What follows belongs to an exercise in optimizing a design on an open flow for small area and few clock cycles per item; a production flow would make more cautious choices. In this exercise RTL edits were held to simulation tests only and were not proved equivalent to the original. Power is estimated from default activity; no workload was simulated.

==> design.v <==
module rs_c3_enc (
    input  wire        clk,
    input  wire        rst,
    input  wire        in_valid,
    output wire        in_ready,
    input  wire [15:0] in_data,
    output wire        out_valid,
    input  wire        out_ready,
    output wire [15:0] out_data,
    output wire        out_last
);
    localparam integer NPAR = 16;
    reg [15:0] q [1:NPAR-1];
    reg [15:0] fbd;
    reg [7:0]  cnt;
    reg        flushing;    
    wire       emitting = &cnt[7:4];
    wire [15:0] qn [1:NPAR-1];
    wire [15:0] top;
    wire x0 = fbd[8] ^ fbd[15];
    wire x1 = fbd[9] ^ fbd[14];
    wire x2 = fbd[2] ^ fbd[12];
    wire x3 = fbd[1] ^ fbd[13];
    wire x4 = fbd[3] ^ fbd[11];
    wire x5 = fbd[0] ^ fbd[5];
    wire x6 = fbd[10] ^ x0;
    wire x7 = fbd[14] ^ fbd[15];
    wire x8 = fbd[6] ^ fbd[12];
    wire x9 = fbd[4] ^ fbd[10];
    wire x10 = fbd[0] ^ x1;
    wire x11 = x3 ^ x5;
    wire x12 = fbd[3] ^ x1;
    wire x13 = fbd[7] ^ x6;
    wire x14 = fbd[7] ^ fbd[8];
    wire x15 = fbd[2] ^ fbd[11];
    wire x16 = fbd[1] ^ fbd[4];
    wire x17 = fbd[5] ^ fbd[11];
    wire x18 = fbd[6] ^ fbd[8];
    wire x19 = x7 ^ x9;
    wire x20 = x3 ^ x4;
    wire x21 = fbd[12] ^ x0;
    wire x22 = x0 ^ x5;
    wire x23 = fbd[15] ^ x2;
    wire x24 = fbd[4] ^ x2;
    wire x25 = x7 ^ x17;
    wire x26 = x8 ^ x16;
    wire x27 = fbd[14] ^ x15;
    wire x28 = fbd[13] ^ x14;
    wire x29 = fbd[15] ^ x8;
    wire x30 = fbd[13] ^ x4;
    wire x31 = fbd[0] ^ x2;
    wire x32 = x22 ^ x30;
    wire x33 = x11 ^ x18;
    wire x34 = x12 ^ x21;
    wire x35 = fbd[9] ^ x20;
    wire x36 = fbd[1] ^ x6;
    wire x37 = fbd[2] ^ x11;
    wire x38 = x19 ^ x23;
    wire x39 = x4 ^ x24;
    wire x40 = x10 ^ x26;
    wire x41 = fbd[13] ^ x19;
    wire x42 = x12 ^ x33;
    wire x43 = x13 ^ x37;
    wire x44 = x13 ^ x31;
    wire x45 = x34 ^ x43;
    wire x46 = x15 ^ x28;
    wire x47 = fbd[1] ^ x46;
    wire x48 = x21 ^ x40;
    wire x49 = x30 ^ x44;
    wire x50 = x24 ^ x25;
    wire x51 = fbd[5] ^ x19;
    wire x52 = x34 ^ x51;
    wire x53 = fbd[6] ^ x47;
    wire x54 = x1 ^ x51;
    wire x55 = x41 ^ x53;
    wire x56 = x0 ^ x40;
    wire x57 = x25 ^ x37;
    wire x58 = fbd[9] ^ x47;
    wire x59 = x33 ^ x58;
    wire x60 = x55 ^ x57;
    wire x61 = x7 ^ x20;
    wire x62 = x12 ^ x56;
    wire x63 = fbd[0] ^ x59;
    wire x64 = x16 ^ x63;
    wire x65 = x27 ^ x40;
    wire x66 = x15 ^ x35;
    wire x67 = x8 ^ x57;
    wire x68 = fbd[3] ^ x47;
    wire x69 = x12 ^ x44;
    wire x70 = x15 ^ x45;
    wire x71 = x49 ^ x52;
    wire x72 = fbd[3] ^ x26;
    wire x73 = fbd[5] ^ x47;
    wire x74 = fbd[6] ^ x65;
    wire x75 = fbd[7] ^ x62;
    wire x76 = fbd[10] ^ x70;
    wire x77 = fbd[8] ^ x15;
    wire x78 = x38 ^ x77;
    wire x79 = x11 ^ x38;
    wire x80 = x40 ^ x51;
    wire x81 = x20 ^ x48;
    wire x82 = x9 ^ x66;
    wire x83 = x72 ^ x79;
    wire x84 = fbd[14] ^ x52;
    wire x85 = fbd[4] ^ x67;
    wire x86 = x45 ^ x57;
    wire x87 = x80 ^ x83;
    wire x88 = fbd[9] ^ x51;
    wire x89 = x49 ^ x53;
    wire x90 = x66 ^ x69;
    wire x91 = x24 ^ x90;
    wire x92 = x15 ^ x89;
    wire x93 = fbd[3] ^ fbd[7];
    wire x94 = x28 ^ x43;
    wire x95 = fbd[7] ^ fbd[9];
    wire x96 = fbd[4] ^ x1;
    wire x97 = x53 ^ x96;
    wire x98 = fbd[1] ^ x7;
    wire x99 = x2 ^ x49;
    wire x100 = fbd[6] ^ x17;
    wire x101 = fbd[10] ^ x4;
    wire x102 = fbd[2] ^ x17;
    wire x103 = x26 ^ x78;
    wire x104 = fbd[14] ^ x26;
    wire x105 = x99 ^ x104;
    wire x106 = x29 ^ x35;
    wire x107 = fbd[5] ^ x77;
    wire x108 = x25 ^ x31;
    wire x109 = x7 ^ x101;
    wire x110 = x23 ^ x98;
    wire x111 = fbd[15] ^ x12;
    wire x112 = x17 ^ x27;
    wire x113 = x15 ^ x31;
    wire x114 = fbd[12] ^ x36;
    wire x115 = x31 ^ x35;
    wire x116 = x22 ^ x33;
    wire x117 = x32 ^ x39;
    wire x118 = x22 ^ x61;
    wire x119 = x52 ^ x110;
    wire x120 = x72 ^ x95;
    wire x121 = x5 ^ x13;
    wire x122 = fbd[13] ^ x50;
    wire x123 = x4 ^ x26;
    wire x124 = fbd[3] ^ x28;
    wire x125 = x6 ^ x123;
    wire x126 = x13 ^ x46;
    wire x127 = fbd[1] ^ x56;
    wire x128 = fbd[3] ^ x40;
    wire x129 = fbd[8] ^ x51;
    wire x130 = x19 ^ x35;
    wire x131 = x27 ^ x32;
    wire x132 = fbd[8] ^ x44;
    wire x133 = fbd[10] ^ x129;
    wire x134 = x65 ^ x114;
    wire x135 = x6 ^ x42;
    wire x136 = x120 ^ x129;
    wire x137 = fbd[4] ^ x23;
    wire x138 = x48 ^ x115;
    wire x140 = x22 ^ x115;
    wire x141 = x2 ^ x123;
    wire x142 = x95 ^ x131;
    wire x143 = x18 ^ x117;
    wire x144 = x14 ^ x79;
    wire x145 = x50 ^ x114;
    wire x146 = x57 ^ x61;
    wire x147 = x80 ^ x112;
    wire x148 = fbd[1] ^ x43;
    wire x149 = x100 ^ x132;
    wire x150 = x82 ^ x98;
    wire x151 = x83 ^ x93;
    wire x152 = x57 ^ x69;
    wire x153 = x137 ^ x142;
    wire x154 = x47 ^ x147;
    wire x155 = x138 ^ x142;
    wire x156 = x49 ^ x83;
    wire x157 = x46 ^ x146;
    wire x158 = x130 ^ x144;
    wire x159 = x44 ^ x127;
    wire x160 = fbd[3] ^ x71;
    wire x161 = fbd[9] ^ x70;
    wire x162 = x134 ^ x156;
    wire x163 = x131 ^ x156;
    wire x165 = fbd[4] ^ x11;
    wire x166 = fbd[11] ^ fbd[12];
    wire x167 = fbd[2] ^ fbd[9];
    wire x168 = fbd[4] ^ fbd[11];
    wire x169 = x15 ^ x18;
    wire x170 = fbd[10] ^ x95;
    wire x171 = x50 ^ x170;
    wire x172 = x18 ^ x166;
    wire x174 = x18 ^ x168;
    wire x175 = fbd[13] ^ x8;
    wire x177 = x28 ^ x98;
    wire x178 = x56 ^ x135;
    wire x180 = x11 ^ x175;
    wire x181 = x114 ^ x180;
    wire x182 = x93 ^ x102;
    wire x183 = x23 ^ x96;
    wire x184 = x24 ^ x98;
    wire x185 = fbd[7] ^ x96;
    wire x186 = fbd[10] ^ x22;
    wire x188 = fbd[2] ^ x104;
    wire x189 = x41 ^ x100;
    wire x190 = x15 ^ x110;
    wire x191 = x182 ^ x184;
    wire x193 = x165 ^ x167;
    wire x195 = x50 ^ x124;
    wire x197 = x104 ^ x113;
    wire x198 = x13 ^ x112;
    wire x199 = x169 ^ x185;
    wire x204 = fbd[5] ^ x111;
    wire x205 = fbd[2] ^ x131;
    wire x213 = x115 ^ x184;
    wire x227 = x50 ^ x125;
    wire x238 = x2 ^ x80;
    wire x240 = x42 ^ x78;
    wire x242 = x57 ^ x104;
    wire x246 = fbd[6] ^ x54;
    wire x248 = x42 ^ x112;
    wire x254 = x124 ^ x140;
    wire x264 = x142 ^ x172;
    wire x273 = x23 ^ x181;
    wire x278 = x79 ^ x132;
    wire x279 = x141 ^ x143;
    wire x285 = x132 ^ x205;
    wire x286 = x175 ^ x213;
    wire x292 = x82 ^ x184;
    wire x295 = x28 ^ x134;
    wire x299 = x100 ^ x119;
    wire x304 = x62 ^ x82;
    wire x310 = x132 ^ x180;
    wire x313 = fbd[15] ^ x136;
    wire x325 = x32 ^ x90;
    wire x336 = x85 ^ x121;
    wire x347 = x18 ^ x71;
    wire x370 = x9 ^ x158;
    wire x375 = x98 ^ x99;
    wire x381 = fbd[11] ^ x105;
    wire x386 = x82 ^ x162;
    wire y0 = x6 ^ q[1][0];
    wire y1 = x104 ^ y0;
    wire y2 = fbd[4] ^ q[1][1];
    wire y3 = x71 ^ y2;
    wire y4 = x96 ^ q[1][2];
    wire y5 = x111 ^ y4;
    wire y6 = x1 ^ q[1][3];
    wire y7 = x80 ^ y6;
    wire y8 = x122 ^ q[1][4];
    wire y9 = x121 ^ y8;
    wire y10 = x10 ^ q[1][5];
    wire y11 = x279 ^ y10;
    wire y12 = x101 ^ q[1][6];
    wire y13 = x138 ^ y12;
    wire y14 = x77 ^ q[1][7];
    wire y15 = x142 ^ y14;
    wire y16 = x118 ^ q[1][8];
    wire y17 = x44 ^ y16;
    wire y18 = x138 ^ q[1][9];
    wire y19 = x30 ^ q[1][10];
    wire y20 = x82 ^ y19;
    wire y21 = x177 ^ q[1][11];
    wire y22 = fbd[5] ^ q[1][12];
    wire y23 = x152 ^ y22;
    wire y24 = x126 ^ q[1][13];
    wire y25 = x127 ^ y24;
    wire y26 = x198 ^ q[1][14];
    wire y27 = x115 ^ y26;
    wire y28 = x40 ^ q[1][15];
    wire y29 = x126 ^ y28;
    wire y30 = x4 ^ q[2][0];
    wire y31 = x129 ^ y30;
    wire y32 = x147 ^ q[2][1];
    wire y33 = x145 ^ y32;
    wire y34 = x56 ^ q[2][2];
    wire y35 = x157 ^ y34;
    wire y36 = x6 ^ q[2][3];
    wire y37 = x49 ^ y36;
    wire y38 = x44 ^ q[2][4];
    wire y39 = x73 ^ y38;
    wire y40 = x0 ^ q[2][5];
    wire y41 = x67 ^ y40;
    wire y42 = x186 ^ q[2][6];
    wire y43 = x45 ^ y42;
    wire y44 = x150 ^ q[2][7];
    wire y45 = x148 ^ q[2][8];
    wire y46 = x82 ^ y45;
    wire y47 = x137 ^ q[2][9];
    wire y48 = x80 ^ y47;
    wire y49 = x134 ^ q[2][10];
    wire y50 = x7 ^ q[2][11];
    wire y51 = x78 ^ y50;
    wire y52 = x88 ^ q[2][12];
    wire y53 = x70 ^ y52;
    wire y54 = fbd[10] ^ q[2][13];
    wire y55 = x79 ^ y54;
    wire y56 = x123 ^ q[2][14];
    wire y57 = x122 ^ y56;
    wire y58 = x110 ^ q[2][15];
    wire y59 = x75 ^ y58;
    wire y60 = x108 ^ q[3][0];
    wire y61 = x153 ^ y60;
    wire y62 = fbd[0] ^ q[3][1];
    wire y63 = x84 ^ y62;
    wire y64 = x122 ^ q[3][2];
    wire y65 = x105 ^ y64;
    wire y66 = x116 ^ q[3][3];
    wire y67 = x213 ^ q[3][4];
    wire y68 = x104 ^ q[3][5];
    wire y69 = x181 ^ y68;
    wire y70 = x40 ^ q[3][6];
    wire y71 = x122 ^ y70;
    wire y72 = x67 ^ q[3][7];
    wire y73 = x99 ^ y72;
    wire y74 = x189 ^ q[3][8];
    wire y75 = x156 ^ q[3][9];
    wire y76 = x199 ^ q[3][10];
    wire y77 = x273 ^ y76;
    wire y78 = x172 ^ q[3][11];
    wire y79 = x197 ^ y78;
    wire y80 = x50 ^ q[3][12];
    wire y81 = x80 ^ y80;
    wire y82 = x182 ^ q[3][13];
    wire y83 = x114 ^ y82;
    wire y84 = x120 ^ q[3][14];
    wire y85 = x47 ^ y84;
    wire y86 = x28 ^ q[3][15];
    wire y87 = x84 ^ y86;
    wire y88 = x193 ^ q[4][0];
    wire y89 = x227 ^ q[4][1];
    wire y90 = x195 ^ q[4][2];
    wire y91 = x188 ^ y90;
    wire y92 = x181 ^ q[4][3];
    wire y93 = x90 ^ y92;
    wire y94 = x94 ^ q[4][4];
    wire y95 = x159 ^ y94;
    wire y96 = x310 ^ q[4][5];
    wire y97 = x120 ^ q[4][6];
    wire y98 = x74 ^ y97;
    wire y99 = x140 ^ q[4][7];
    wire y100 = x71 ^ y99;
    wire y101 = x197 ^ q[4][8];
    wire y102 = x66 ^ y101;
    wire y103 = x177 ^ q[4][9];
    wire y104 = x178 ^ y103;
    wire y105 = x204 ^ q[4][10];
    wire y106 = x12 ^ q[4][11];
    wire y107 = x126 ^ y106;
    wire y108 = fbd[8] ^ q[4][12];
    wire y109 = x304 ^ y108;
    wire y110 = x375 ^ q[4][13];
    wire y111 = x169 ^ q[4][14];
    wire y112 = x56 ^ y111;
    wire y113 = x58 ^ q[4][15];
    wire y114 = x86 ^ y113;
    wire y115 = x17 ^ q[5][0];
    wire y116 = x103 ^ y115;
    wire y117 = x22 ^ q[5][1];
    wire y118 = x63 ^ y117;
    wire y119 = x36 ^ q[5][2];
    wire y120 = x136 ^ y119;
    wire y121 = x278 ^ q[5][3];
    wire y122 = x5 ^ q[5][4];
    wire y123 = x94 ^ y122;
    wire y124 = fbd[2] ^ q[5][5];
    wire y125 = x4 ^ y124;
    wire y126 = x77 ^ q[5][6];
    wire y127 = x39 ^ y126;
    wire y128 = x159 ^ q[5][7];
    wire y129 = x151 ^ y128;
    wire y130 = x191 ^ q[5][8];
    wire y131 = x143 ^ q[5][9];
    wire y132 = x20 ^ q[5][10];
    wire y133 = x62 ^ y132;
    wire y134 = x26 ^ q[5][11];
    wire y135 = x106 ^ y134;
    wire y136 = x195 ^ q[5][12];
    wire y137 = x79 ^ y136;
    wire y138 = x18 ^ q[5][13];
    wire y139 = x65 ^ y138;
    wire y140 = x50 ^ q[5][14];
    wire y141 = x130 ^ y140;
    wire y142 = fbd[4] ^ q[5][15];
    wire y143 = x17 ^ y142;
    wire y144 = x83 ^ y143;
    wire y145 = fbd[15] ^ q[6][0];
    wire y146 = x147 ^ y145;
    wire y147 = x6 ^ q[6][1];
    wire y148 = x68 ^ y147;
    wire y149 = x109 ^ q[6][2];
    wire y150 = x48 ^ y149;
    wire y151 = x94 ^ q[6][3];
    wire y152 = x55 ^ y151;
    wire y153 = x198 ^ q[6][4];
    wire y154 = x35 ^ q[6][5];
    wire y155 = x116 ^ y154;
    wire y156 = x175 ^ q[6][6];
    wire y157 = x60 ^ y156;
    wire y158 = x12 ^ q[6][7];
    wire y159 = x118 ^ y158;
    wire y160 = x74 ^ q[6][8];
    wire y161 = x75 ^ y160;
    wire y162 = x87 ^ q[6][9];
    wire y163 = x91 ^ y162;
    wire y164 = x127 ^ q[6][10];
    wire y165 = x45 ^ y164;
    wire y166 = x133 ^ q[6][11];
    wire y167 = x182 ^ q[6][12];
    wire y168 = x111 ^ q[6][13];
    wire y169 = x127 ^ y168;
    wire y170 = x95 ^ q[6][14];
    wire y171 = x165 ^ y170;
    wire y172 = fbd[3] ^ q[6][15];
    wire y173 = x227 ^ y172;
    wire y174 = fbd[11] ^ q[7][0];
    wire y175 = x86 ^ y174;
    wire y176 = x120 ^ q[7][1];
    wire y177 = x152 ^ y176;
    wire y178 = x109 ^ q[7][2];
    wire y179 = x50 ^ q[7][3];
    wire y180 = x69 ^ y179;
    wire y181 = x113 ^ q[7][4];
    wire y182 = x75 ^ y181;
    wire y183 = x54 ^ q[7][5];
    wire y184 = x132 ^ y183;
    wire y185 = x26 ^ q[7][6];
    wire y186 = x178 ^ y185;
    wire y187 = x199 ^ q[7][7];
    wire y188 = x61 ^ q[7][8];
    wire y189 = x75 ^ y188;
    wire y190 = x108 ^ q[7][9];
    wire y191 = x58 ^ y190;
    wire y192 = x13 ^ q[7][10];
    wire y193 = x74 ^ y192;
    wire y194 = x137 ^ q[7][11];
    wire y195 = x136 ^ y194;
    wire y196 = x254 ^ q[7][12];
    wire y197 = x375 ^ y196;
    wire y198 = x18 ^ q[7][13];
    wire y199 = x130 ^ y198;
    wire y200 = x171 ^ q[7][14];
    wire y201 = x115 ^ q[7][15];
    wire y202 = x238 ^ y201;
    wire y203 = x285 ^ q[8][0];
    wire y204 = x81 ^ q[8][1];
    wire y205 = x171 ^ q[8][2];
    wire y206 = x161 ^ y205;
    wire y207 = x19 ^ q[8][3];
    wire y208 = x90 ^ y207;
    wire y209 = x177 ^ q[8][4];
    wire y210 = x292 ^ y209;
    wire y211 = x118 ^ q[8][5];
    wire y212 = x119 ^ y211;
    wire y213 = x28 ^ q[8][6];
    wire y214 = x161 ^ y213;
    wire y215 = x10 ^ q[8][7];
    wire y216 = x85 ^ y215;
    wire y217 = x88 ^ q[8][8];
    wire y218 = x69 ^ y217;
    wire y219 = x19 ^ q[8][9];
    wire y220 = x135 ^ y219;
    wire y221 = x204 ^ q[8][10];
    wire y222 = x80 ^ y221;
    wire y223 = x279 ^ q[8][11];
    wire y224 = x95 ^ q[8][12];
    wire y225 = x42 ^ y224;
    wire y226 = x81 ^ q[8][13];
    wire y227 = x68 ^ y226;
    wire y228 = x93 ^ q[8][14];
    wire y229 = x94 ^ y228;
    wire y230 = x141 ^ q[8][15];
    wire y231 = x131 ^ q[9][0];
    wire y232 = x115 ^ y231;
    wire y233 = x304 ^ q[9][1];
    wire y234 = x107 ^ q[9][2];
    wire y235 = x49 ^ y234;
    wire y236 = x141 ^ q[9][3];
    wire y237 = x140 ^ y236;
    wire y238 = x157 ^ q[9][4];
    wire y239 = x89 ^ y238;
    wire y240 = x26 ^ q[9][5];
    wire y241 = x97 ^ y240;
    wire y242 = x292 ^ q[9][6];
    wire y243 = x153 ^ q[9][7];
    wire y244 = x86 ^ y243;
    wire y245 = x169 ^ q[9][8];
    wire y246 = x84 ^ y245;
    wire y247 = x48 ^ q[9][9];
    wire y248 = x70 ^ y247;
    wire y249 = x101 ^ q[9][10];
    wire y250 = x46 ^ y249;
    wire y251 = x273 ^ q[9][11];
    wire y252 = x144 ^ q[9][12];
    wire y253 = x25 ^ q[9][13];
    wire y254 = x248 ^ y253;
    wire y255 = x87 ^ q[9][14];
    wire y256 = x60 ^ y255;
    wire y257 = x54 ^ q[9][15];
    wire y258 = x68 ^ y257;
    wire y259 = x133 ^ q[10][0];
    wire y260 = x89 ^ y259;
    wire y261 = fbd[13] ^ q[10][1];
    wire y262 = x0 ^ y261;
    wire y263 = x64 ^ y262;
    wire y264 = x246 ^ q[10][2];
    wire y265 = x310 ^ y264;
    wire y266 = x188 ^ q[10][3];
    wire y267 = x278 ^ q[10][4];
    wire y268 = x273 ^ y267;
    wire y269 = x23 ^ q[10][5];
    wire y270 = x76 ^ y269;
    wire y271 = x27 ^ q[10][6];
    wire y272 = x125 ^ y271;
    wire y273 = x160 ^ q[10][7];
    wire y274 = x78 ^ q[10][8];
    wire y275 = x86 ^ y274;
    wire y276 = x246 ^ q[10][9];
    wire y277 = x151 ^ q[10][10];
    wire y278 = x160 ^ y277;
    wire y279 = x73 ^ q[10][11];
    wire y280 = x45 ^ y279;
    wire y281 = x161 ^ q[10][12];
    wire y282 = x85 ^ q[10][13];
    wire y283 = x36 ^ q[10][14];
    wire y284 = x285 ^ y283;
    wire y285 = x166 ^ q[10][15];
    wire y286 = x138 ^ y285;
    wire y287 = x103 ^ q[11][0];
    wire y288 = x81 ^ y287;
    wire y289 = x145 ^ q[11][1];
    wire y290 = x51 ^ q[11][2];
    wire y291 = x67 ^ y290;
    wire y292 = x96 ^ q[11][3];
    wire y293 = x149 ^ y292;
    wire y294 = x155 ^ q[11][4];
    wire y295 = x110 ^ q[11][5];
    wire y296 = x151 ^ y295;
    wire y297 = fbd[14] ^ q[11][6];
    wire y298 = x53 ^ y297;
    wire y299 = fbd[10] ^ q[11][7];
    wire y300 = x69 ^ y299;
    wire y301 = x55 ^ q[11][8];
    wire y302 = x158 ^ q[11][9];
    wire y303 = x193 ^ q[11][10];
    wire y304 = x191 ^ y303;
    wire y305 = x163 ^ q[11][11];
    wire y306 = x3 ^ q[11][12];
    wire y307 = x92 ^ y306;
    wire y308 = x42 ^ q[11][13];
    wire y309 = x155 ^ y308;
    wire y310 = x1 ^ q[11][14];
    wire y311 = x117 ^ y310;
    wire y312 = x135 ^ q[11][15];
    wire y313 = x0 ^ q[12][0];
    wire y314 = x44 ^ y313;
    wire y315 = fbd[8] ^ q[12][1];
    wire y316 = x20 ^ y315;
    wire y317 = x183 ^ q[12][2];
    wire y318 = x44 ^ y317;
    wire y319 = x254 ^ q[12][3];
    wire y320 = fbd[6] ^ q[12][4];
    wire y321 = x124 ^ y320;
    wire y322 = x185 ^ q[12][5];
    wire y323 = x186 ^ q[12][6];
    wire y324 = x154 ^ q[12][7];
    wire y325 = x90 ^ y324;
    wire y326 = x93 ^ q[12][8];
    wire y327 = x74 ^ y326;
    wire y328 = x88 ^ q[12][9];
    wire y329 = x87 ^ y328;
    wire y330 = x148 ^ q[12][10];
    wire y331 = x147 ^ y330;
    wire y332 = fbd[7] ^ q[12][11];
    wire y333 = x105 ^ y332;
    wire y334 = x205 ^ q[12][12];
    wire y335 = x48 ^ q[12][13];
    wire y336 = x95 ^ q[12][14];
    wire y337 = x94 ^ y336;
    wire y338 = x21 ^ q[12][15];
    wire y339 = x92 ^ y338;
    wire y340 = x65 ^ q[13][0];
    wire y341 = x76 ^ y340;
    wire y342 = x122 ^ q[13][1];
    wire y343 = x163 ^ y342;
    wire y344 = x77 ^ q[13][2];
    wire y345 = x61 ^ y344;
    wire y346 = x54 ^ q[13][3];
    wire y347 = x60 ^ y346;
    wire y348 = x5 ^ q[13][4];
    wire y349 = x82 ^ y348;
    wire y350 = x50 ^ q[13][5];
    wire y351 = x89 ^ y350;
    wire y352 = x107 ^ q[13][6];
    wire y353 = x75 ^ y352;
    wire y354 = x56 ^ q[13][7];
    wire y355 = x142 ^ y354;
    wire y356 = x87 ^ q[13][8];
    wire y357 = x41 ^ q[13][9];
    wire y358 = x146 ^ y357;
    wire y359 = x11 ^ q[13][10];
    wire y360 = x74 ^ y359;
    wire y361 = x238 ^ q[13][11];
    wire y362 = fbd[0] ^ q[13][12];
    wire y363 = x154 ^ y362;
    wire y364 = x18 ^ q[13][13];
    wire y365 = x154 ^ y364;
    wire y366 = x117 ^ q[13][14];
    wire y367 = x145 ^ y366;
    wire y368 = x18 ^ q[13][15];
    wire y369 = x67 ^ y368;
    wire y370 = x111 ^ q[14][0];
    wire y371 = x119 ^ y370;
    wire y372 = x189 ^ q[14][1];
    wire y373 = x150 ^ y372;
    wire y374 = x83 ^ q[14][2];
    wire y375 = x90 ^ y374;
    wire y376 = x115 ^ q[14][3];
    wire y377 = x149 ^ y376;
    wire y378 = x121 ^ q[14][4];
    wire y379 = x103 ^ y378;
    wire y380 = x78 ^ q[14][5];
    wire y381 = x55 ^ y380;
    wire y382 = x28 ^ q[14][6];
    wire y383 = x146 ^ y382;
    wire y384 = x8 ^ q[14][7];
    wire y385 = x128 ^ y384;
    wire y386 = x41 ^ q[14][8];
    wire y387 = x144 ^ y386;
    wire y388 = x248 ^ q[14][9];
    wire y389 = x0 ^ q[14][10];
    wire y390 = x84 ^ y389;
    wire y391 = x80 ^ q[14][11];
    wire y392 = x71 ^ y391;
    wire y393 = fbd[8] ^ q[14][12];
    wire y394 = x61 ^ y393;
    wire y395 = x183 ^ q[14][13];
    wire y396 = x124 ^ q[14][14];
    wire y397 = x121 ^ y396;
    wire y398 = x197 ^ q[14][15];
    wire y399 = x10 ^ q[15][0];
    wire y400 = x36 ^ q[15][1];
    wire y401 = x27 ^ q[15][2];
    wire y402 = x34 ^ q[15][3];
    wire y403 = x41 ^ q[15][4];
    wire y404 = x25 ^ q[15][5];
    wire y405 = x29 ^ q[15][6];
    wire y406 = x28 ^ q[15][7];
    wire y407 = x40 ^ q[15][8];
    wire y408 = x43 ^ q[15][9];
    wire y409 = x39 ^ q[15][10];
    wire y410 = x42 ^ q[15][11];
    wire y411 = x44 ^ q[15][12];
    wire y412 = x35 ^ q[15][13];
    wire y413 = x38 ^ q[15][14];
    wire y414 = x32 ^ q[15][15];
    assign qn[1][0] = x264;
    assign qn[1][1] = x381;
    assign qn[1][2] = x72;
    assign qn[1][3] = x286;
    assign qn[1][4] = x299;
    assign qn[1][5] = x370;
    assign qn[1][6] = x240;
    assign qn[1][7] = x336;
    assign qn[1][8] = x242;
    assign qn[1][9] = x386;
    assign qn[1][10] = x190;
    assign qn[1][11] = x174;
    assign qn[1][12] = x347;
    assign qn[1][13] = x313;
    assign qn[1][14] = x295;
    assign qn[1][15] = x325;
    assign qn[2][0] = y1;
    assign qn[2][1] = y3;
    assign qn[2][2] = y5;
    assign qn[2][3] = y7;
    assign qn[2][4] = y9;
    assign qn[2][5] = y11;
    assign qn[2][6] = y13;
    assign qn[2][7] = y15;
    assign qn[2][8] = y17;
    assign qn[2][9] = y18;
    assign qn[2][10] = y20;
    assign qn[2][11] = y21;
    assign qn[2][12] = y23;
    assign qn[2][13] = y25;
    assign qn[2][14] = y27;
    assign qn[2][15] = y29;
    assign qn[3][0] = y31;
    assign qn[3][1] = y33;
    assign qn[3][2] = y35;
    assign qn[3][3] = y37;
    assign qn[3][4] = y39;
    assign qn[3][5] = y41;
    assign qn[3][6] = y43;
    assign qn[3][7] = y44;
    assign qn[3][8] = y46;
    assign qn[3][9] = y48;
    assign qn[3][10] = y49;
    assign qn[3][11] = y51;
    assign qn[3][12] = y53;
    assign qn[3][13] = y55;
    assign qn[3][14] = y57;
    assign qn[3][15] = y59;
    assign qn[4][0] = y61;
    assign qn[4][1] = y63;
    assign qn[4][2] = y65;
    assign qn[4][3] = y66;
    assign qn[4][4] = y67;
    assign qn[4][5] = y69;
    assign qn[4][6] = y71;
    assign qn[4][7] = y73;
    assign qn[4][8] = y74;
    assign qn[4][9] = y75;
    assign qn[4][10] = y77;
    assign qn[4][11] = y79;
    assign qn[4][12] = y81;
    assign qn[4][13] = y83;
    assign qn[4][14] = y85;
    assign qn[4][15] = y87;
    assign qn[5][0] = y88;
    assign qn[5][1] = y89;
    assign qn[5][2] = y91;
    assign qn[5][3] = y93;
    assign qn[5][4] = y95;
    assign qn[5][5] = y96;
    assign qn[5][6] = y98;
    assign qn[5][7] = y100;
    assign qn[5][8] = y102;
    assign qn[5][9] = y104;
    assign qn[5][10] = y105;
    assign qn[5][11] = y107;
    assign qn[5][12] = y109;
    assign qn[5][13] = y110;
    assign qn[5][14] = y112;
    assign qn[5][15] = y114;
    assign qn[6][0] = y116;
    assign qn[6][1] = y118;
    assign qn[6][2] = y120;
    assign qn[6][3] = y121;
    assign qn[6][4] = y123;
    assign qn[6][5] = y125;
    assign qn[6][6] = y127;
    assign qn[6][7] = y129;
    assign qn[6][8] = y130;
    assign qn[6][9] = y131;
    assign qn[6][10] = y133;
    assign qn[6][11] = y135;
    assign qn[6][12] = y137;
    assign qn[6][13] = y139;
    assign qn[6][14] = y141;
    assign qn[6][15] = y144;
    assign qn[7][0] = y146;
    assign qn[7][1] = y148;
    assign qn[7][2] = y150;
    assign qn[7][3] = y152;
    assign qn[7][4] = y153;
    assign qn[7][5] = y155;
    assign qn[7][6] = y157;
    assign qn[7][7] = y159;
    assign qn[7][8] = y161;
    assign qn[7][9] = y163;
    assign qn[7][10] = y165;
    assign qn[7][11] = y166;
    assign qn[7][12] = y167;
    assign qn[7][13] = y169;
    assign qn[7][14] = y171;
    assign qn[7][15] = y173;
    assign qn[8][0] = y175;
    assign qn[8][1] = y177;
    assign qn[8][2] = y178;
    assign qn[8][3] = y180;
    assign qn[8][4] = y182;
    assign qn[8][5] = y184;
    assign qn[8][6] = y186;
    assign qn[8][7] = y187;
    assign qn[8][8] = y189;
    assign qn[8][9] = y191;
    assign qn[8][10] = y193;
    assign qn[8][11] = y195;
    assign qn[8][12] = y197;
    assign qn[8][13] = y199;
    assign qn[8][14] = y200;
    assign qn[8][15] = y202;
    assign qn[9][0] = y203;
    assign qn[9][1] = y204;
    assign qn[9][2] = y206;
    assign qn[9][3] = y208;
    assign qn[9][4] = y210;
    assign qn[9][5] = y212;
    assign qn[9][6] = y214;
    assign qn[9][7] = y216;
    assign qn[9][8] = y218;
    assign qn[9][9] = y220;
    assign qn[9][10] = y222;
    assign qn[9][11] = y223;
    assign qn[9][12] = y225;
    assign qn[9][13] = y227;
    assign qn[9][14] = y229;
    assign qn[9][15] = y230;
    assign qn[10][0] = y232;
    assign qn[10][1] = y233;
    assign qn[10][2] = y235;
    assign qn[10][3] = y237;
    assign qn[10][4] = y239;
    assign qn[10][5] = y241;
    assign qn[10][6] = y242;
    assign qn[10][7] = y244;
    assign qn[10][8] = y246;
    assign qn[10][9] = y248;
    assign qn[10][10] = y250;
    assign qn[10][11] = y251;
    assign qn[10][12] = y252;
    assign qn[10][13] = y254;
    assign qn[10][14] = y256;
    assign qn[10][15] = y258;
    assign qn[11][0] = y260;
    assign qn[11][1] = y263;
    assign qn[11][2] = y265;
    assign qn[11][3] = y266;
    assign qn[11][4] = y268;
    assign qn[11][5] = y270;
    assign qn[11][6] = y272;
    assign qn[11][7] = y273;
    assign qn[11][8] = y275;
    assign qn[11][9] = y276;
    assign qn[11][10] = y278;
    assign qn[11][11] = y280;
    assign qn[11][12] = y281;
    assign qn[11][13] = y282;
    assign qn[11][14] = y284;
    assign qn[11][15] = y286;
    assign qn[12][0] = y288;
    assign qn[12][1] = y289;
    assign qn[12][2] = y291;
    assign qn[12][3] = y293;
    assign qn[12][4] = y294;
    assign qn[12][5] = y296;
    assign qn[12][6] = y298;
    assign qn[12][7] = y300;
    assign qn[12][8] = y301;
    assign qn[12][9] = y302;
    assign qn[12][10] = y304;
    assign qn[12][11] = y305;
    assign qn[12][12] = y307;
    assign qn[12][13] = y309;
    assign qn[12][14] = y311;
    assign qn[12][15] = y312;
    assign qn[13][0] = y314;
    assign qn[13][1] = y316;
    assign qn[13][2] = y318;
    assign qn[13][3] = y319;
    assign qn[13][4] = y321;
    assign qn[13][5] = y322;
    assign qn[13][6] = y323;
    assign qn[13][7] = y325;
    assign qn[13][8] = y327;
    assign qn[13][9] = y329;
    assign qn[13][10] = y331;
    assign qn[13][11] = y333;
    assign qn[13][12] = y334;
    assign qn[13][13] = y335;
    assign qn[13][14] = y337;
    assign qn[13][15] = y339;
    assign qn[14][0] = y341;
    assign qn[14][1] = y343;
    assign qn[14][2] = y345;
    assign qn[14][3] = y347;
    assign qn[14][4] = y349;
    assign qn[14][5] = y351;
    assign qn[14][6] = y353;
    assign qn[14][7] = y355;
    assign qn[14][8] = y356;
    assign qn[14][9] = y358;
    assign qn[14][10] = y360;
    assign qn[14][11] = y361;
    assign qn[14][12] = y363;
    assign qn[14][13] = y365;
    assign qn[14][14] = y367;
    assign qn[14][15] = y369;
    assign qn[15][0] = y371;
    assign qn[15][1] = y373;
    assign qn[15][2] = y375;
    assign qn[15][3] = y377;
    assign qn[15][4] = y379;
    assign qn[15][5] = y381;
    assign qn[15][6] = y383;
    assign qn[15][7] = y385;
    assign qn[15][8] = y387;
    assign qn[15][9] = y388;
    assign qn[15][10] = y390;
    assign qn[15][11] = y392;
    assign qn[15][12] = y394;
    assign qn[15][13] = y395;
    assign qn[15][14] = y397;
    assign qn[15][15] = y398;
    assign top[0] = y399;
    assign top[1] = y400;
    assign top[2] = y401;
    assign top[3] = y402;
    assign top[4] = y403;
    assign top[5] = y404;
    assign top[6] = y405;
    assign top[7] = y406;
    assign top[8] = y407;
    assign top[9] = y408;
    assign top[10] = y409;
    assign top[11] = y410;
    assign top[12] = y411;
    assign top[13] = y412;
    assign top[14] = y413;
    assign top[15] = y414;
    wire        take  = in_valid && !emitting;
    wire        shift = emitting && (out_ready || flushing);
    wire        en    = take || shift;
    wire [15:0] fb    = (in_data ^ top) & {16{!emitting}};
    integer k;
    always @(posedge clk) begin
        if (en) begin
            fbd  <= fb;
            for (k = 1; k < NPAR; k = k + 1) q[k] <= qn[k];
        end
    end
    always @(posedge clk) begin
        if (rst) begin
            cnt      <= 8'd240;
            flushing <= 1'b1;
        end else if (en) begin
            cnt <= cnt + 8'd1;
            if (&cnt) flushing <= 1'b0;
        end
    end
    assign in_ready  = !emitting;
    assign out_valid = emitting && !flushing;
    assign out_data  = top;
    assign out_last  = &cnt;
endmodule
==> flow/run.sh <==
#!/bin/bash
# The standard layout (standard.sh) with two changes:
#  - ABC maps the logic with an area-oriented structural mapping (&nf) (flow/abc.script), so
#    the XOR network written in the RTL is kept as it is;
#  - extra ORFS make variables from flow/extra.sh (placement/CTS options).
# Each tool's output goes to the ORFS logs under orfs/logs; make's own output
# goes to make.log.
set -euo pipefail
HERE=$(pwd)
cat > my_synth.tcl <<EOF
proc abc {args} {
  set i [lsearch -exact \$args -script]
  if {\$i >= 0} { set args [lreplace \$args [expr {\$i+1}] [expr {\$i+1}] $HERE/flow/abc.script] }
  yosys abc {*}\$args
}
source $HERE/synth_recipe.tcl
EOF
{
  cat flow/extra.sh
  sed -e "s#SYNTH_SCRIPT=[^ ]*#SYNTH_SCRIPT=$HERE/my_synth.tcl#" \
      -e 's#"\${@:-finish}"#"${EXTRA[@]}" "${@:-finish}"#' standard.sh
} > my_standard.sh
bash my_standard.sh > make.log 2>&1
==> flow/abc.script <==
&get -n
&st
&dch -f
&nf -R 1000
&put
==> flow/extra.sh <==
EXTRA=("BUFFER_PORTS_ARGS=-buffer_cell sky130_fd_sc_hd__buf_1" "CTS_ARGS=-sink_clustering_enable -repair_clock_nets -dont_use_dummy_load -sink_clustering_size 24 -sink_clustering_max_diameter 120")
==> standard.sh <==
#!/bin/bash
# synth_recipe.tcl (not shown) runs the flow's synth.tcl, then flattens the netlist and writes it again
# the make line also repeats each setting of config.mk as NAME=value (left out here)
make -C /OpenROAD-flow-scripts/flow DESIGN_CONFIG=/design/flow/config.mk WORK_HOME=/design/flow/orfs CLKGATE_MAP_FILE= SYNTH_SCRIPT=/design/flow/synth_recipe.tcl "${@:-finish}"
==> config.mk <==
export PLATFORM = sky130hd
export DESIGN_NAME = rs_c3_enc
export DESIGN_NICKNAME = rs_c3_enc
export VERILOG_FILES = /design/flow/design.v
export SDC_FILE = /design/flow/constraint.sdc
export NUM_CORES = 4
export LEC_CHECK = 0
export CAP_MARGIN = 20
export CORE_MARGIN = 2
export CORE_UTILIZATION = 65
export PLACE_DENSITY = 0.8
export SETUP_SLACK_MARGIN = 0.1
export SLEW_MARGIN = 20
==> constraint.sdc <==
create_clock -name core_clock -period 4.0 [get_ports {clk}]
set_input_delay 0.8000 -clock core_clock [delete_from_list [all_inputs] [get_ports {clk}]]
set_output_delay 0.8000 -clock core_clock [all_outputs]
set_load 0.01 [all_outputs]
==> results_dict.tcl, run 1 <==
set metrics [dict create \
    tightest_slew_ns 1.13 \
    synthFlopType "edfxtp_1" \
    io_buffers 38 \
    path_cells "xor2_1 -> buf_4 -> xnor2_2 -> xor2_2 -> buf_4 -> xnor2_1 -> buf_1" \
    synth_most_common_cell "xnor2_1" \
    finalWorstSetupSlack_ns 0.184 \
    synth_cells 983 \
    cap_violations 0 \
    ctsRootBufferMaster "clkbuf_16" \
    p_leak_nw 6.33 \
    via_per_inst 5.86 \
    synth.distinct_cells 19 \
    synth_adder_area_share_pct 0.0900 \
    power_density_mw_per_mm2 325 \
    routed-via-count 8183 \
    crit_arrival_ns 3.02 \
    comb_power_share_pct 5.4 \
    ys_seq_elements 265 \
    grt_max_degree 97 \
    end_kind "output port" \
    die_h_microns 150 \
    crit_path_start_kind "flop" \
    start_util_pct 66.2 \
    syn_area_sq_mm 0.0139 \
    grt_pass1_wl_mm 56.2 \
    synth.area.mux_share_pct 0.0720 \
    num_rows 53 \
    drive_gt1_share_pct 11.5 \
    finalCritPeriodShare_pct 95.4 \
    syn_area_per_cell_sq_um 14.1 \
    status "finished clean" \
    cp_num_buf_inv 3 \
    ir_worst_vdd_mv 0.314 \
    cts_sinks 265 \
    slowest_stage "edfxtp_1" \
    grtUsageTotal_pct 36.7 \
    cts_tree "built" \
    worstPathRequired_ns 3.20 \
    place_ws_ns 0.393 \
    yosys-top-cells-area "edfxtp_1, xnor2_1, xor2_1" \
    cp_max_fo 6 \
    drc 0 \
    dp_hpwl_mm 30.5 \
    synth_commonest_cells "xnor2_1, edfxtp_1, xor2_1, a21oi_1, o21ai_0" \
    antenna_found_initial 0 \
    numCtsBuffers 15 \
    drt_wl_total_mm 40.3 \
    rsz0062_at_grt "no" \
    hold_violations 0 \
    timing.slew.headroom_pct 23.9 \
    setup_tns_ns 0 \
    synth_simple_gate_area_share_pct 0.567 \
    grt-ovfl-total 0 \
    clk_latency_ns 0.51 \
    syn2layout_area_growth_pct 11.5 \
    ys_seq_area_share_pct 56.6 \
    wire_per_inst_microns 28.8 \
    power_frac_clock_pct 30.5 \
    synth_xor_xnor_area_share_pct 40.1 \
    coreArea_sq_mm 0.0210 \
    syn-num-nets 1004 \
    htree_num_levels 1 \
    synth-compound-area-share_pct 1.64 \
    fmax_mhz 262 \
    synth_edf_count 256 \
    drt_iter0_markers 1008 \
    final_core_util_pct 73.8 \
    synth.yosys.warnings 2 \
    synth_top_family_by_area "XOR/XNOR gates" \
    n_fill_cell 1410 \
    hp-class "flop to flop" \
    clock_path_buffers 3 \
    gp_congestion 0.982 \
    slew_viol_final 0 \
    grt_pass1_vias 7919 \
    seq_power_share_pct 64.1 \
    skew_ns 0.0862 \
    p_sw_share_pct 21.2 \
    firstDrtPassIters 5 \
    layout_min_cycle_time_ns 3.82 \
    nets 1145 \
    clk_pin_slew_ns 0.10 \
    cp_common_cell "buf_4" \
    num_antenna_cells 0 \
    dieWidth_microns 150 \
    p_sw_mw 1.07 \
    placed_cell_area_sq_mm 0.0151 \
    synth_top_cell_by_area "edfxtp_1" \
    fin_total_pwr_mw 5.03 \
    die_area_sq_mm 0.0226 \
    fin_area_sq_mm 0.0155 \
    crit_type "flop to output port" \
    yosysTopAreaCellShare_pct 55.3 \
    path_delay_family "XOR/XNOR gates" \
    pin_count 39 \
    cpPeakStageDelay_ns 0.63 \
    synthArstFlopShare_pct 0 \
    finalSetupViolCount 0 \
    p_int_mw 3.97 \
    ant_nets 0 \
]
final timing paths:
path	start	to	slack, ns	cells past startpoint
max	fbd[12]$_DFFE_PN_	out_data[12]	0.18	7
min	cnt[6]$_SDFFE_PP1N_	cnt[6]$_SDFFE_PP1N_	0.46	1
max reg2reg	fbd[12]$_DFFE_PN_	q[11][10]$_DFFE_PN_	0.27	10
min reg2reg	cnt[6]$_SDFFE_PP1N_	cnt[6]$_SDFFE_PP1N_	0.46	1
timing repair:
item,4_1_cts,5_1_grt
setup endpoints to repair,2,3
pin swaps,0,2
hold endpoints to repair,0,0
resized for setup,1,1
hold buffers,0,0
setup buffers,1,7
cells by family (layout without fill, tap and decap cells):
logic type	Yosys count	count (layout)
xor gates and xnor gates	637	637
DFF	265	265
AOI/OAI and AO/OA	45	45
buffers and inverters	19	158
and+or+nand+nor	15	15
adders and majority gates	1	1
muxes	1	1
layout by cell type (no fill, tap or decap):
cell,netlist,layout
edfxtp_1,256,256
nand4_1,1,1
o21a_1,1,1
clkinv_1,3,3
buf_12,0,2
a21oi_1,23,22
buf_1,0,38
mux2i_1,1,1
xor2_2,0,3
nand3_2,0,1
dfxtp_1,9,6
nor3_1,2,2
a21oi_4,0,1
dfxtp_2,0,3
nand3_1,4,3
nand2b_1,1,1
o21ai_1,0,1
and3_1,1,1
xnor2_2,0,3
o21ai_0,21,20
buf_4,16,100
nor2_1,4,4
nor2b_2,0,1
and4_1,1,1
clkbuf_16,0,15
xor2_1,193,190
xnor2_1,444,441
ha_1,1,1
area by class of cell:
class	instances	area (sq um)	area share [%]
sequential	265	7870	50.8
multi-input combinational	699	5970	38.5
timing repair buffer	140	933	6.02
clock buffer	15	375	2.42
tap	275	344	2.22
inverter	3	11.3	0.0726
worst reg2reg max path, cell delays in order (launching register included):
cell and delay (ns):
edfxtp_1 0.63, xor2_1 0.25, buf_4 0.20, xnor2_1 0.18, xnor2_1 0.59, xnor2_1 0.29, xor2_1 0.22, buf_4 0.24
xnor2_1 0.43, xnor2_1 0.24, xnor2_1 0.18
power groups by stage:
stage                     clock (mW)  sequential (mW)  combinational [mW]
after floorplan                    0             3.26               0.218
after detailed placement           0             3.28               0.267
final                           1.54             3.22               0.272
after CTS                       1.55             3.22               0.269
after global routing            1.62             3.23               0.292
after global placement             0             3.28               0.259
sequential cells by signal, indices dropped and copies added, names as in the netlist:
| register | cells |
|---|---|
| q | 240 |
| fbd | 16 |
| cnt | 8 |
| flushing | 1 |
routing by layer:
layer  vias to the layer above  GRT usage (%)  wire, microns  part of all wire (%)
li1                       3545              -              -                     -
met1                      4109           51.6          15800                    39
met2                       448           58.0          18700                    46
met3                        81           5.52           4060                    10
met4                         0           14.2           1720                   4.3
met5                         -              0              0                     0
metrics by stage:
stage | cells | hold WS, ns
3_3_place_gp | 1374 | 0.434
6_report | 1397 | 0.464
5_1_grt | 1397 | 0.484
3_5_place_dp | 1374 | 0.452
4_1_cts | 1390 | 0.467
2_1_floorplan | 983 | 0.424
Testbench counts, summed over its fixed seeds: cycles 49,280, words 192.
==> run 2, diff against run 1 <==
--- a/config.mk
+++ b/config.mk
@@ -7,7 +7,7 @@
 export LEC_CHECK = 0
 export CAP_MARGIN = 20
 export CORE_MARGIN = 2
-export CORE_UTILIZATION = 65
-export PLACE_DENSITY = 0.8
+export CORE_UTILIZATION = 60
+export PLACE_DENSITY = 0.75
 export SETUP_SLACK_MARGIN = 0.1
 export SLEW_MARGIN = 20
==> run 2 against run 1 <==
Compared with the run above:
- still clean
- worst hold slack got worse by 0.0088 ns
- first-iteration DRC count is 8.1% higher
- global-route usage decreased by 2.9 points
- synthesized area stayed put
- critical path depth did not move
- clock power is essentially flat
- sequential cell count unchanged
- critical path type unchanged
- largest cell class unchanged
- highest routed layer unchanged
==> results_dict.tcl, run 2 <==
set metrics [dict create \
    status "finished clean" \
    finalCritPeriodShare_pct 93.6 \
    largest_reg_flops 240 \
    dieWidth_microns 156 \
    p_leak_nw 6.32 \
    num_rows 55 \
    synth_top_cell_by_area "edfxtp_1" \
    grtUsageTotal_pct 33.8 \
    holdWs_ns 0.455 \
    synth_cells 983 \
    drc 0 \
    drt_wl_total_mm 40.4 \
    r2r-start "fbd[15]$_DFFE_PN_" \
    grt_use_met2_pct 53.1 \
    numCtsBuffers 15 \
    setup_tns_ns 0 \
    synth_edf_count 256 \
    skew_ns 0.0646 \
    die_h_microns 156 \
    ys_seq_elements 265 \
    syn2layout_area_growth_pct 11.6 \
    yosys-top-cells-area "edfxtp_1, xnor2_1, xor2_1" \
    fin_area_sq_mm 0.0155 \
    antenna_found_initial 0 \
    path_delay_family "XOR/XNOR gates" \
    cp_common_cell "xnor2_1" \
    drive_gt1_share_pct 11.4 \
    dp_hpwl_mm 30.6 \
    synth.yosys.warnings 2 \
    critPathLaunch "fbd[13]$_DFFE_PN_" \
    wire_per_inst_microns 28.8 \
    syn_area_sq_mm 0.0139 \
    layout_min_cycle_time_ns 3.75 \
    die_area_sq_mm 0.0244 \
    drt_iter0_markers 1090 \
    clock_path_buffers 3 \
    cp_num_buf_inv 2 \
    io_buffers 38 \
    pin_count 39 \
    busiest_layer "met2" \
    reg_top3 "q (240), fbd (16), cnt (8)" \
    final_core_util_pct 68.4 \
    ir_worst_vdd_mv 0.339 \
    hp-start "cnt[6]$_SDFFE_PP1N_" \
    hp-class "flop to flop" \
    tightest_slew_ns 1.07 \
    path_cells "xor2_2 -> xnor2_1 -> buf_4 -> xnor2_1 -> xnor2_1 -> xnor2_1 -> buf_1" \
    synth.distinct_cells 19 \
    clk_latency_ns 0.51 \
    gp_congestion 1.03 \
    final_cell_mix "xnor2_1, edfxtp_1, xor2_1" \
    cap_violations 0 \
    final_common_cell "xnor2_1" \
    ant_nets 0 \
    cp_max_fo 7 \
    grt_pass1_wl_mm 56.0 \
    rsz0062_at_grt "no" \
    cpPeakStageDelay_ns 0.61 \
    start_util_pct 61.2 \
    synthFlopType "edfxtp_1" \
    synth_commonest_cells "xnor2_1, edfxtp_1, xor2_1, a21oi_1, o21ai_0" \
    fin_cells 1404 \
    end_kind "output port" \
    worstPathRequired_ns 3.20 \
    clk_pin_slew_ns 0.10 \
    cts_tree "built" \
    nets 1142 \
    placedCellCount 1388 \
    slew_viol_final 0 \
    firstDrtPassIters 9 \
    slowest_stage "edfxtp_1" \
    via_per_inst 5.72 \
    use_met1_pct 46.5 \
    grt_max_degree 88 \
    ys_seq_area_share_pct 56.6 \
    holdBufCountCts 0 \
    num_antenna_cells 0 \
    hold_violations 0 \
    grt_pass1_vias 7990 \
    crit_path_start_kind "flop" \
    power_density_mw_per_mm2 325 \
    n_fill_cell 1699 \
    synth_most_common_cell "xnor2_1" \
    syn-num-nets 1004 \
    placed_cell_area_sq_mm 0.0151 \
    grt_use_met3_pct 8.17 \
    coreArea_sq_mm 0.0227 \
    finalSetupViolCount 0 \
    cts_sinks 265 \
    routed-via-count 8025 \
    crit_arrival_ns 2.95 \
    ctsRootBufferMaster "clkbuf_16" \
    crit_type "flop to output port" \
    yosysTopAreaCellShare_pct 55.3 \
    fmax_mhz 267 \
    timing.slew.headroom_pct 28.4 \
    grt-ovfl-total 0 \
    htree_num_levels 1 \
    syn_area_per_cell_sq_um 14.1 \
    synthArstFlopShare_pct 0 \
    top_register "q" \
]
-- run 2: area by class of cell --
| cell class | count | area [sq um] | share of cell area, % |
|---|---|---|---|
| Tap cell | 285 | 357 | 2.30 |
| Inverter | 3 | 11.3 | 0.0725 |
| Sequential cell | 265 | 7870 | 50.7 |
| Timing Repair Buffer | 137 | 923 | 5.95 |
| Multi-Input combinational cell | 699 | 5990 | 38.6 |
| Clock buffer | 15 | 375 | 2.42 |
-- run 2: routing by layer --
metal | vias up | part of all wire (%)
met4 | 0 | 4.1
met3 | 92 | 10
met5 | - | 0
li1 | 3538 | -
met1 | 3992 | 41
met2 | 403 | 45
-- run 2: power breakdown --
group / switching (mW) / internal [mW]
Sequential: 0.0719 / 3.15
Clock: 0.868 / 0.674
Combinational: 0.132 / 0.137
-- run 2: worst paths after layout --
kind,end,slack (ns),cells past startpoint
max,out_data[11],0.25,7
min,cnt[6]$_SDFFE_PP1N_,0.45,1
max reg2reg,q[8][12]$_DFFE_PN_,0.38,8
min reg2reg,cnt[6]$_SDFFE_PP1N_,0.45,1
-- run 2: cell families (layout without fill, tap and decap cells) --
family | after synthesis | count (layout) | synth area share, %
AOI/OAI and AO/OA | 45 | 45 | 1.64
DFF | 265 | 265 | 56.6
xor gates and xnor gates | 637 | 637 | 40.1
buffers and inverters | 19 | 155 | 0.945
adders and majority gates | 1 | 1 | 0.0900
muxes | 1 | 1 | 0.0720
and+or+nand+nor | 15 | 15 | 0.567
-- run 2: what timing repair did --
action / CTS / global route
pin swaps: 0 / 1
gates resized for setup: 1 / 3
buffers inserted: 0 / 1
cloned: 0 / 0
setup endpoints to repair: 1 / 3
-- run 2: per-stage QoR --
step	setup slack (ns)	power [mW]
detailed placement	0.303	3.55
finish	0.255	5.04
global route	0.108	5.16
floorplan	-2.43	3.48
global placement	0.334	3.54
CTS	0.136	5.06
==> run 3, diff against run 2 <==
==> flow/extra.sh (replaced) <==
EXTRA=("BUFFER_PORTS_ARGS=-buffer_cell sky130_fd_sc_hd__buf_1" "CTS_ARGS=-sink_clustering_enable -repair_clock_nets -dont_use_dummy_load -sink_clustering_size 27 -sink_clustering_max_diameter 130")
==> run 3 against run 2 <==
Compared with the run above:
- synthesized area stayed put
- power down 2.0%
- critical path depth stayed put
- via count fell by 0.74%
- sequential share of layout area is 0.16 points higher
- non-clock buffer count is the same
- first-iteration DRC count down 2.6%
- critical path type unchanged
==> results_dict.tcl, run 3 <==
set metrics [dict create \
    grt_pass1_wl_mm 56.1 \
    ir_worst_vdd_mv 0.317 \
    pin_count 39 \
    syn_area_per_cell_sq_um 14.1 \
    gp_congestion 1.03 \
    numCtsBuffers 13 \
    hp-class "flop to flop" \
    num_rows 55 \
    top_register "q" \
    status "finished clean" \
    htree_num_levels 1 \
    wire_per_inst_microns 28.8 \
    drt_wl_total_mm 40.3 \
    io_buffers 38 \
    crit_arrival_ns 2.95 \
    placedCellCount 1388 \
    num_antenna_cells 0 \
    grt-ovfl-total 0 \
    wl_met2_mm 18.1 \
    via_per_inst 5.68 \
    hold_violations 0 \
    synth.yosys.warnings 2 \
    ant_nets 0 \
    coreArea_sq_mm 0.0227 \
    fin_cells 1402 \
    p_leak_nw 6.29 \
    synth_cells 983 \
    wl_met1_mm 16.6 \
    yosysTopAreaCellShare_pct 55.3 \
    synth.distinct_cells 19 \
    synth_edf_count 256 \
    cp_max_fo 8 \
    holdWs_ns 0.457 \
    synth_commonest_cells "xnor2_1, edfxtp_1, xor2_1, a21oi_1, o21ai_0" \
    synth_top_cell_by_area "edfxtp_1" \
    power_density_mw_per_mm2 319 \
    largest_reg_flops 240 \
    tightest_slew_ns 1.04 \
    fmax_mhz 267 \
    fin_total_pwr_mw 4.94 \
    drt_iter0_markers 1062 \
    syn_area_sq_mm 0.0139 \
    drive_gt1_share_pct 11.3 \
    routed-via-count 7966 \
    grtUsageTotal_pct 33.8 \
    start_util_pct 61.2 \
    synthArstFlopShare_pct 0 \
    grt_pass1_vias 7935 \
    synth_most_common_cell "xnor2_1" \
    grt_max_degree 88 \
    die_area_sq_mm 0.0244 \
    firstDrtPassIters 7 \
    layout_min_cycle_time_ns 3.75 \
    clk_latency_ns 0.51 \
    final_common_cell "xnor2_1" \
    slew_viol_final 0 \
    setup_tns_ns 0 \
    ys_seq_area_share_pct 56.6 \
    dp_hpwl_mm 30.6 \
    reg_top3 "q (240), fbd (16), cnt (8)" \
    antenna_found_initial 0 \
    cap_violations 0 \
    worstPathRequired_ns 3.20 \
    timing.slew.headroom_pct 30.1 \
    crit_type "flop to output port" \
    syn2layout_area_growth_pct 11.3 \
    final_core_util_pct 68.1 \
    dieWidth_microns 156 \
    cts_sinks 265 \
    die_h_microns 156 \
    synthFlopType "edfxtp_1" \
    skew_ns 0.0313 \
    routed.top_layer "met4" \
    ctsRootBufferMaster "clkbuf_16" \
    cts_tree "built" \
    clock_path_buffers 3 \
    final_cell_mix "xnor2_1, edfxtp_1, xor2_1" \
    finalSetupViolCount 0 \
    end_kind "output port" \
    nets 1140 \
    clk_pin_slew_ns 0.10 \
    crit_path_start_kind "flop" \
    rsz0062_at_grt "no" \
    drc 0 \
    ys_seq_elements 265 \
    finalCritPeriodShare_pct 93.7 \
    syn-num-nets 1004 \
    yosys-top-cells-area "edfxtp_1, xnor2_1, xor2_1" \
    wl_met3_mm 3.85 \
]
## run 3: metrics by stage
step | setup slack [ns] | cell area, sq um
final | 0.254 | 15500
after global placement | 0.334 | 15100
after global routing | 0.111 | 15500
after detailed placement | 0.303 | 15100
after floorplan | -2.43 | 14000
after CTS | 0.146 | 15400
## run 3: path summary, 6_finish.rpt
check                                    startpoint             endpoint  slack (ns)  depth (start not counted)
worst min-delay path            cnt[6]$_SDFFE_PP1N_  cnt[6]$_SDFFE_PP1N_        0.46                          1
worst max register to register    fbd[15]$_DFFE_PN_   q[8][12]$_DFFE_PN_        0.45                          8
worst min register to register  cnt[6]$_SDFFE_PP1N_  cnt[6]$_SDFFE_PP1N_        0.46                          1
worst max-delay path              fbd[15]$_DFFE_PN_         out_data[12]        0.25                          7
## run 3: layout make-up
class                           instances  area, sq um
Inverter                                3         11.3
Clock buffer                           13          325
Timing Repair Buffer                  137          923
Fill cell                            1696         7230
Tap cell                              285          357
Sequential cell                       265         7870
Multi-Input combinational cell        699         5990
## run 3: kinds of logic after synthesis
kind of cell | share of synthesized area, %
AOI/OAI and AO/OA | 1.64
DFF | 56.6
buffers and inverters | 0.945
muxes | 0.0720
xor gates and xnor gates | 40.1
and+or+nand+nor | 0.567
adders and majority gates | 0.0900
## run 3: power breakdown
group | internal, mW | switching [mW]
Sequential | 3.15 | 0.0714
Clock | 0.590 | 0.851
Combinational | 0.137 | 0.131
Total | 3.88 | 1.05
## run 3: worst max-delay path: stages (launching register included)
cell and delay (ns):
edfxtp_1 0.65, xor2_2 0.27, xnor2_1 0.19, xnor2_2 0.43, xor2_2 0.21, buf_4 0.28
xnor2_1 0.21, buf_1 0.19
## run 3: repair_timing
item | CTS | global route
pin swaps | 0 | 1
setup endpoints to repair | 1 | 3
setup buffers | 0 | 1
gates cloned | 0 | 0
hold buffers | 0 | 0
gates resized for setup | 1 | 3
## run 3: metal layers
layer / GRT usage [%] / vias to the layer above
met5: 0 / -
met4: 12.9 / 0
met3: 7.64 / 85
met2: 52.8 / 397
met1: 46.5 / 3951
li1: - / 3533
==> run 4, diff against run 3 <==
==> flow/extra.sh (replaced) <==
EXTRA=("BUFFER_PORTS_ARGS=-buffer_cell sky130_fd_sc_hd__buf_1" "CTS_ARGS=-sink_clustering_enable -repair_clock_nets -dont_use_dummy_load -sink_clustering_size 30 -sink_clustering_max_diameter 140")
==> run 4 against run 3 <==
Compared with the run above:
- synthesized cell count unchanged
- critical path depth unchanged
- global-route usage down 0.079 points
- register-to-register slack barely moved
- clock skew is 0.015 ns higher
==> results_dict.tcl, run 4 <==
set metrics [dict create \
    status "finished clean" \
    grt_pass1_wl_mm 55.9 \
    synth_commonest_cells "xnor2_1, edfxtp_1, xor2_1, a21oi_1, o21ai_0" \
    comb_power_share_pct 5.5 \
    io_buffers 38 \
    largest_reg_flops 240 \
    cts_sinks 265 \
    setup_tns_ns 0 \
    layout.area.seq_sq_mm 0.00787 \
    dp_hpwl_mm 30.6 \
    wire_per_inst_microns 28.8 \
    p_int_mw 3.84 \
    synth.yosys.warnings 2 \
    dieWidth_microns 156 \
    drive_gt1_share_pct 11.2 \
    final_common_cell "xnor2_1" \
    finalWorstSetupSlack_ns 0.259 \
    synthFlopType "edfxtp_1" \
    num_antenna_cells 0 \
    tightest_slew_ns 1.05 \
    die_h_microns 156 \
    drt_iter0_markers 1048 \
    synth_edf_count 256 \
    top_register "q" \
    r2r_slack_ns 0.44 \
    clock_path_buffers 3 \
    p_sw_mw 1.04 \
    rr_worst_depth 8 \
    synth_cells 983 \
    multi_input_area_sq_mm 0.00599 \
    layout_min_cycle_time_ns 3.74 \
    syn2layout_area_growth_pct 11.1 \
    htree_num_levels 1 \
    synth.distinct_cells 19 \
    cap_violations 0 \
    final_cell_mix "xnor2_1, edfxtp_1, xor2_1" \
    start_util_pct 61.2 \
    seq_power_share_pct 66.2 \
    n_fill_cell 1701 \
    grt_max_degree 88 \
    nets 1139 \
    synth_top_cell_by_area "edfxtp_1" \
    antenna_found_initial 0 \
    yosysTopAreaCellShare_pct 55.3 \
    rsz0062_at_grt "no" \
    crit_path_start_kind "flop" \
    num_rows 55 \
    firstDrtPassIters 7 \
    ctsRootBufferMaster "clkbuf_16" \
    grtUsageTotal_pct 33.7 \
    fmax_mhz 267 \
    coreArea_sq_mm 0.0227 \
    drt_wl_total_mm 40.3 \
    grt_pass1_vias 7987 \
    p_sw_share_pct 21.2 \
    power_density_mw_per_mm2 315 \
    place_ws_ns 0.303 \
    slew_viol_final 0 \
    timing.slew.headroom_pct 29.3 \
    r2r-start "fbd[15]$_DFFE_PN_" \
    hp-class "flop to flop" \
    crit_type "flop to output port" \
    reg2reg_to "q[8][12]$_DFFE_PN_" \
    drc 0 \
    finalSetupViolCount 0 \
    ys_seq_area_share_pct 56.6 \
    finalCritPeriodShare_pct 93.5 \
    cp_max_fo 7 \
    via_per_inst 5.76 \
    crit_arrival_ns 2.94 \
    ir_worst_vdd_mv 0.341 \
    ys_seq_elements 265 \
    pin_count 39 \
    gp_congestion 1.03 \
    clk_latency_ns 0.52 \
    worstSetupEndpoint "out_data[11]" \
    skew_ns 0.0466 \
    worstPathRequired_ns 3.20 \
    clk_pin_slew_ns 0.12 \
    grt-ovfl-total 0 \
    hold_violations 0 \
    p_leak_nw 6.28 \
    end_kind "output port" \
    synth_most_common_cell "xnor2_1" \
    ant_nets 0 \
    numCtsBuffers 12 \
    syn-num-nets 1004 \
    power_frac_clock_pct 28.3 \
    cts_tree "built" \
    reg_top3 "q (240), fbd (16), cnt (8)" \
    synthArstFlopShare_pct 0 \
    critPathLaunch "fbd[13]$_DFFE_PN_" \
    routed-via-count 8067 \
    syn_area_sq_mm 0.0139 \
    fin_total_pwr_mw 4.87 \
    syn_area_per_cell_sq_um 14.1 \
    yosys-top-cells-area "edfxtp_1, xnor2_1, xor2_1" \
    die_area_sq_mm 0.0244 \
]
==> run 4: cell counts after synthesis <==
Identical to the previous run, type by type.
==> run 4: layout make-up <==
type	count	share of cell area, %
inverters	3	0.0729
well taps	285	2.31
repair buffers	137	5.98
multi-input cells	699	38.8
clock buffers	12	1.94
flip-flops and latches	265	50.9
==> run 4: logic make-up after synthesis <==
kind of cell    synth area share [%]
compound gates                  1.64
xor+xnor                        40.1
fa+ha+maj                     0.0900
buf+inv                        0.945
flops                           56.6
mux                           0.0720
simple gates                   0.567
==> run 4: per-stage QoR <==
stage          hold slack [ns]  util (%)  cell area [sq um]  std cells
2_1_floorplan            0.424         -              14000        983
3_3_place_gp             0.437      66.5              15100       1388
3_5_place_dp             0.442      66.5              15100       1388
4_1_cts                  0.457      67.9              15400       1400
5_1_grt                  0.489      68.0              15400       1401
6_report                 0.455      68.0              15400       1401
==> run 4: worst min-delay path by stage <==
stage                         from                   to  slack [ns]  depth (start not counted)
2_1_floorplan  cnt[6]$_SDFFE_PP1N_  cnt[6]$_SDFFE_PP1N_        0.42                          1
3_3_place_gp   cnt[6]$_SDFFE_PP1N_  cnt[6]$_SDFFE_PP1N_        0.44                          1
3_5_place_dp   cnt[6]$_SDFFE_PP1N_  cnt[6]$_SDFFE_PP1N_        0.44                          1
4_1_cts        cnt[6]$_SDFFE_PP1N_  cnt[6]$_SDFFE_PP1N_        0.46                          1
5_1_grt        cnt[6]$_SDFFE_PP1N_  cnt[6]$_SDFFE_PP1N_        0.49                          1
6_report       cnt[6]$_SDFFE_PP1N_  cnt[6]$_SDFFE_PP1N_        0.45                          1
==> run 4: power by group through the flow <==
stage / sequential [mW] / combinational (mW) / clock (mW)
after floorplan: 3.26 / 0.218 / 0
after global placement: 3.28 / 0.261 / 0
after detailed placement: 3.29 / 0.266 / 0
after CTS: 3.22 / 0.268 / 1.39
after global routing: 3.23 / 0.291 / 1.46
final: 3.23 / 0.269 / 1.38
==> run 4: timing repair <==
| action | CTS | global route |
|---|---|---|
| buffers inserted | 0 | 1 |
| gates resized for setup | 1 | 3 |
| endpoints found under the hold margin | 0 | 0 |
| pin swaps | 0 | 1 |
| hold buffers | 0 | 0 |
| setup endpoints to repair | 1 | 3 |
==> run 4: worst max-delay path, cell delays in order (launching register included) <==
cell      delay [ns]
edfxtp_1        0.62
xor2_2          0.37
xnor2_1         0.15
buf_4           0.21
xnor2_1         0.39
xnor2_1         0.25
xnor2_1         0.28
buf_1           0.18
==> run 4: layer usage <==
metal,share of wire [%],GRT usage (%),routed length [microns],vias to the layer above
met5,0,0,0,-
li1,-,-,-,3532
met2,46,53.1,18400,451
met4,4.1,12.0,1650,0
met1,41,46.7,16300,4000
met3,9.7,7.31,3910,84

afterwards: timing with drivers on the ports:
The flow's constraints put no driver on any port. The routed layouts listed below were extracted and timed again, unchanged, in two steps. Step 1 assumes that a clkbuf_16 drives the clock port and a buf_2 every other input. Step 2, shift: input delay + t, output delay - t, t = (earliest + latest rising clock arrival at the registers) / 2. This alone moves slack from input paths to output paths. a / b / c = no drivers / after step 1 / after step 2; a / b = the first two.
| run | shift t [ns] | slack for setup (ns) | worst slew at a driven data input, ns |
|---|---|---|---|
| run 1 | 0.518 | 0.184 / 0.137 / 0.266 | 0.03 |
| run 2 | 0.526 | 0.255 / 0.206 / 0.379 | 0.03 |
| run 3 | 0.542 | 0.254 / 0.208 / 0.449 | 0.03 |
| run 4 | 0.540 | 0.259 / 0.213 / 0.436 | 0.03 |
After both steps setup and hold are still met in every run listed.
